What follows belongs to an exercise in optimizing a design on an open flow for small area, a short achievable clock period and few clock cycles; a production flow would make more cautious choices. Where RTL was checked, it was by simulation tests only, not by an equivalence proof against the original. Power figures rest on the tool's default switching activity, not on a simulated workload.

==> flow/design.v <==
module crc_unit #(
    parameter integer W      = 32,     
    parameter [63:0]  POLY   = 64'h04C11DB7,
    parameter [63:0]  INIT   = 64'hFFFFFFFF,
    parameter         REFL   = 1'b1,   
    parameter [63:0]  XOROUT = 64'hFFFFFFFF
) (
    input  wire          clk,
    input  wire          rst,
    input  wire          seed_lo_we,
    input  wire          seed_hi_we,
    input  wire [31:0]   wdata,
    input  wire [15:0]   pending,        
    input  wire          init,
    input  wire          feed,
    input  wire [1:0]    width,          
    output reg  [W-1:0]  seed,
    output wire [W-1:0]  result,
    output reg           busy
);
    function [W-1:0] reflect;
        input [W-1:0] v;
        integer i;
        begin
            for (i = 0; i < W; i = i + 1)
                reflect[i] = v[W-1-i];
        end
    endfunction
    localparam [W-1:0] POLY_W = POLY[W-1:0];
    localparam [W-1:0] RPOLY  = reflect(POLY[W-1:0]);
    function [W-1:0] zadv;
        input [W-1:0] s;
        input integer n;
        integer i;
        reg [W-1:0] r;
        begin
            r = s;
            for (i = 0; i < n; i = i + 1)
                if (REFL) r = (r >> 1) ^ (r[0] ? RPOLY : {W{1'b0}});
                else      r = (r << 1) ^ (r[W-1] ? POLY_W : {W{1'b0}});
            zadv = r;
        end
    endfunction
    reg [W-1:0] crc;      
    wire [W-1:0] seed_lo_next;
    wire [W-1:0] seed_hi_next;
    generate
        if (W > 32) begin : g_wide
            assign seed_lo_next = {seed[W-1:32], wdata};
            assign seed_hi_next = {wdata[W-33:0], seed[31:0]};
        end else begin : g_narrow
            assign seed_lo_next = wdata[W-1:0];
            assign seed_hi_next = seed;
        end
    endgenerate
    wire byte_feed = (width == 2'd0) && !busy;
    wire [7:0] b0 = busy ? pending[7:0]  : wdata[7:0];
    wire [7:0] b1 = busy ? pending[15:8] : wdata[15:8];
    wire [W-1:0] crc_next;
    generate
        if (W >= 32) begin : g_fold
            wire [31:0] m = busy ? 32'd0 :
                            {{16{width[1]}}, {8{width != 2'd0}}, 8'hFF} & wdata;
            wire [W-1:0] x;
            if (REFL) begin : g_r
                assign x = crc ^ {{(W-32){1'b0}}, m};
            end else begin : g_n
                wire [31:0] ma = {m[7:0], m[15:8], m[23:16], m[31:24]};
                if (W > 32) begin : g_w
                    assign x = crc ^ {ma, {(W-32){1'b0}}};
                end else begin : g_e
                    assign x = crc ^ ma;
                end
            end
            assign crc_next = byte_feed ? zadv(x, 8) : zadv(x, 16);
        end else begin : g_small
            wire [W-1:0] y1 = zadv(crc ^ ({{(W-8){1'b0}}, b0} << (W-8)), 8);
            wire [W-1:0] y2 = zadv(y1  ^ ({{(W-8){1'b0}}, b1} << (W-8)), 8);
            assign crc_next = byte_feed ? y1 : y2;
        end
    endgenerate
    always @(posedge clk) begin
        if (rst) begin
            seed <= INIT[W-1:0];
            crc  <= REFL ? reflect(INIT[W-1:0]) : INIT[W-1:0];
            busy <= 1'b0;
        end else begin
            if (seed_lo_we)
                seed <= seed_lo_next;
            else if (seed_hi_we)
                seed <= seed_hi_next;
            if (init) begin
                crc  <= REFL ? reflect(seed) : seed;
                busy <= 1'b0;
            end else if (busy || feed) begin
                crc  <= crc_next;
                busy <= feed && width[1];
            end
        end
    end
    assign result = crc ^ XOROUT[W-1:0];
endmodule
module crc_units (
    input  wire        clk,
    input  wire        rst,
    input  wire        req,
    input  wire        we,
    input  wire [7:0]  addr,      
    input  wire [31:0] wdata,
    output wire        ready,
    output reg  [31:0] rdata,     
    input  wire [4:0]  bound
);
    localparam integer NUNITS = 5;
    localparam [3:0] R_CTRL    = 4'h0;
    localparam [3:0] R_SEED_LO = 4'h1;
    localparam [3:0] R_SEED_HI = 4'h2;
    localparam [3:0] R_DIN     = 4'h3;
    localparam [3:0] R_RES_LO  = 4'h4;
    localparam [3:0] R_RES_HI  = 4'h5;
    wire [3:0] unit_idx = addr[7:4];
    wire [3:0] reg_idx  = addr[3:0];
    wire       unit_hit = (unit_idx < 4'd5) && (reg_idx <= R_RES_HI);
    wire       err_hit  = (addr == 8'h80);
    wire [NUNITS-1:0] busy;
    wire [NUNITS-1:0] unit_sel;
    genvar k;
    generate
        for (k = 0; k < NUNITS; k = k + 1) begin : g_sel
            assign unit_sel[k] = unit_hit && (unit_idx == k);
        end
    endgenerate
    wire busy_hit = (unit_idx == 4'd0 && busy[0]) || (unit_idx == 4'd1 && busy[1]) ||
                    (unit_idx == 4'd2 && busy[2]) || (unit_idx == 4'd3 && busy[3]) ||
                    (unit_idx == 4'd4 && busy[4]);
    assign ready = !(busy_hit && (reg_idx == R_DIN || reg_idx == R_RES_LO));
    wire acc = req && ready;
    wire wr  = acc && we;
    wire rd  = acc && !we;
    wire wr_cfg = wr && (reg_idx <= R_DIN);
    wire [NUNITS-1:0] wr_ok      = {NUNITS{wr_cfg}} & unit_sel & ~bound;
    wire [NUNITS-1:0] wr_blocked = {NUNITS{wr_cfg}} & unit_sel &  bound;
    reg [15:0] pending;
    always @(posedge clk)
        pending <= wdata[31:16];
    reg [2*NUNITS-1:0] width;     
    reg [4:0] err;
    integer i;
    always @(posedge clk) begin
        if (rst) begin
            width <= {2*NUNITS{1'b0}};
            err <= 5'b0;
        end else begin
            for (i = 0; i < NUNITS; i = i + 1)
                if (wr_ok[i] && reg_idx == R_CTRL)
                    width[2*i +: 2] <= wdata[2:1];
            if (wr && err_hit)
                err <= (err & ~wdata[4:0]) | wr_blocked;
            else
                err <= err | wr_blocked;
        end
    end
    wire [7:0]  seed0, res0;
    wire [15:0] seed1, res1;
    wire [31:0] seed2, res2, seed3, res3;
    wire [63:0] seed4, res4;
    wire [NUNITS-1:0] do_seed_lo = wr_ok & {NUNITS{reg_idx == R_SEED_LO}};
    wire [NUNITS-1:0] do_seed_hi = wr_ok & {NUNITS{reg_idx == R_SEED_HI}};
    wire [NUNITS-1:0] do_init    = wr_ok & {NUNITS{reg_idx == R_CTRL}} & {NUNITS{wdata[0]}};
    wire [NUNITS-1:0] do_feed    = wr_ok & {NUNITS{reg_idx == R_DIN}};
    crc_unit #(.W(8), .POLY(64'h1D), .INIT(64'hFF), .REFL(1'b0),
               .XOROUT(64'hFF)) u0 (
        .clk(clk), .rst(rst),
        .seed_lo_we(do_seed_lo[0]), .seed_hi_we(do_seed_hi[0]), .wdata(wdata), .pending(pending),
        .init(do_init[0]), .feed(do_feed[0]), .width(width[1:0]),
        .seed(seed0), .result(res0), .busy(busy[0]));
    crc_unit #(.W(16), .POLY(64'h1021), .INIT(64'hFFFF), .REFL(1'b0),
               .XOROUT(64'h0)) u1 (
        .clk(clk), .rst(rst),
        .seed_lo_we(do_seed_lo[1]), .seed_hi_we(do_seed_hi[1]), .wdata(wdata), .pending(pending),
        .init(do_init[1]), .feed(do_feed[1]), .width(width[3:2]),
        .seed(seed1), .result(res1), .busy(busy[1]));
    crc_unit #(.W(32), .POLY(64'h04C11DB7), .INIT(64'hFFFFFFFF), .REFL(1'b1),
               .XOROUT(64'hFFFFFFFF)) u2 (
        .clk(clk), .rst(rst),
        .seed_lo_we(do_seed_lo[2]), .seed_hi_we(do_seed_hi[2]), .wdata(wdata), .pending(pending),
        .init(do_init[2]), .feed(do_feed[2]), .width(width[5:4]),
        .seed(seed2), .result(res2), .busy(busy[2]));
    crc_unit #(.W(32), .POLY(64'h1EDC6F41), .INIT(64'hFFFFFFFF), .REFL(1'b1),
               .XOROUT(64'hFFFFFFFF)) u3 (
        .clk(clk), .rst(rst),
        .seed_lo_we(do_seed_lo[3]), .seed_hi_we(do_seed_hi[3]), .wdata(wdata), .pending(pending),
        .init(do_init[3]), .feed(do_feed[3]), .width(width[7:6]),
        .seed(seed3), .result(res3), .busy(busy[3]));
    crc_unit #(.W(64), .POLY(64'h42F0E1EBA9EA3693), .INIT(64'h0), .REFL(1'b0),
               .XOROUT(64'h0)) u4 (
        .clk(clk), .rst(rst),
        .seed_lo_we(do_seed_lo[4]), .seed_hi_we(do_seed_hi[4]), .wdata(wdata), .pending(pending),
        .init(do_init[4]), .feed(do_feed[4]), .width(width[9:8]),
        .seed(seed4), .result(res4), .busy(busy[4]));
    reg [31:0] res_hi_shadow;
    always @(posedge clk) begin
        if (rst)
            res_hi_shadow <= 32'b0;
        else if (rd && unit_sel[4] && reg_idx == R_RES_LO)
            res_hi_shadow <= res4[63:32];
    end
    reg [31:0] seed_lo_mux, seed_hi_mux, res_lo_mux, res_hi_mux;
    reg [1:0]  width_mux;
    always @(*) begin
        case (unit_idx)
            4'd0:    width_mux = width[1:0];
            4'd1:    width_mux = width[3:2];
            4'd2:    width_mux = width[5:4];
            4'd3:    width_mux = width[7:6];
            default: width_mux = width[9:8];
        endcase
    end
    always @(*) begin
        case (unit_idx)
            4'd0: begin
                seed_lo_mux = {24'b0, seed0};  seed_hi_mux = 32'b0;
                res_lo_mux  = {24'b0, res0};   res_hi_mux  = 32'b0;
            end
            4'd1: begin
                seed_lo_mux = {16'b0, seed1};  seed_hi_mux = 32'b0;
                res_lo_mux  = {16'b0, res1};   res_hi_mux  = 32'b0;
            end
            4'd2: begin
                seed_lo_mux = seed2;           seed_hi_mux = 32'b0;
                res_lo_mux  = res2;            res_hi_mux  = 32'b0;
            end
            4'd3: begin
                seed_lo_mux = seed3;           seed_hi_mux = 32'b0;
                res_lo_mux  = res3;            res_hi_mux  = 32'b0;
            end
            default: begin
                seed_lo_mux = seed4[31:0];     seed_hi_mux = seed4[63:32];
                res_lo_mux  = res4[31:0];      res_hi_mux  = res_hi_shadow;
            end
        endcase
    end
    always @(*) begin
        rdata = 32'b0;
        if (err_hit) begin
            rdata = {27'b0, err};
        end else if (unit_hit) begin
            case (reg_idx)
                R_CTRL:    rdata = {|(unit_sel & bound), |(unit_sel & busy), 27'b0,
                                    width_mux, 1'b0};
                R_SEED_LO: rdata = seed_lo_mux;
                R_SEED_HI: rdata = seed_hi_mux;
                R_RES_LO:  rdata = res_lo_mux;
                R_RES_HI:  rdata = res_hi_mux;
                default:   rdata = 32'b0;       
            endcase
        end
    end
endmodule
clock: 7.0 ns
lec_check: 0
cap_margin: 20
core_margin: 2
core_utilization: 40
slew_margin: 20
run.sh (not shown) runs the stock make flow with config.mk's settings and CLKGATE_MAP_FILE= SYNTH_SCRIPT=/design/flow/synth_recipe.tcl, a recipe that flattens the netlist after the stock synthesis.
The starting point passed the timing, DRC and antenna checks.
Change:
--- a/flow/design.v
+++ b/flow/design.v
@@ -72,7 +72,9 @@
                     assign x = crc ^ ma;
                 end
             end
-            assign crc_next = byte_feed ? zadv(x, 8) : zadv(x, 16);
+            wire [W-1:0] y8  = zadv(x, 8);
+            wire [W-1:0] y16 = zadv(y8, 8);
+            assign crc_next = byte_feed ? y8 : y16;
         end else begin : g_small
             wire [W-1:0] y1 = zadv(crc ^ ({{(W-8){1'b0}}, b0} << (W-8)), 8);
             wire [W-1:0] y2 = zadv(y1  ^ ({{(W-8){1'b0}}, b1} << (W-8)), 8);
Result: Final area goes down by 1.4%. Setup slack gains 0.024 ns. Routed wire length hardly moves. Power grows by 1.5%. First-iteration DRC count grows by 16%.
Testbench counts after the change, summed over its fixed seeds: cycles 25,557.
The RTL of the first run of this note was laid out without a check of its function.

## port drivers added, routing unchanged
The flow's constraints put no driver on any port. The routed layouts listed below were extracted and timed again, unchanged, in two steps.
Step 1 assumes that a clkbuf_16 drives the clock port and a buf_2 every other input.
Step 2 moves the port delays by t, midway between the first and last clock arrival at a register: inputs arrive t later, outputs are due t later. That takes back most of the time a late clock gives input paths.
Slacks: no drivers / after step 1 / after step 2; pairs: no drivers / after step 1.
run	t (ns)	slack for setup (ns)	hold WS [ns]	pins driven straight from the clock port
the first run	0.657	0.744 / 0.658 / 0.658	0.451 / 0.451 / 0.451	1
the second run	0.654	0.768 / 0.744 / 0.695	0.456 / 0.456 / 0.456	1
After both steps setup and hold are still met in every run listed. The setup slack of the first run, which loses most, moves by -0.086 ns with the drivers and by -0.086 ns with both steps.
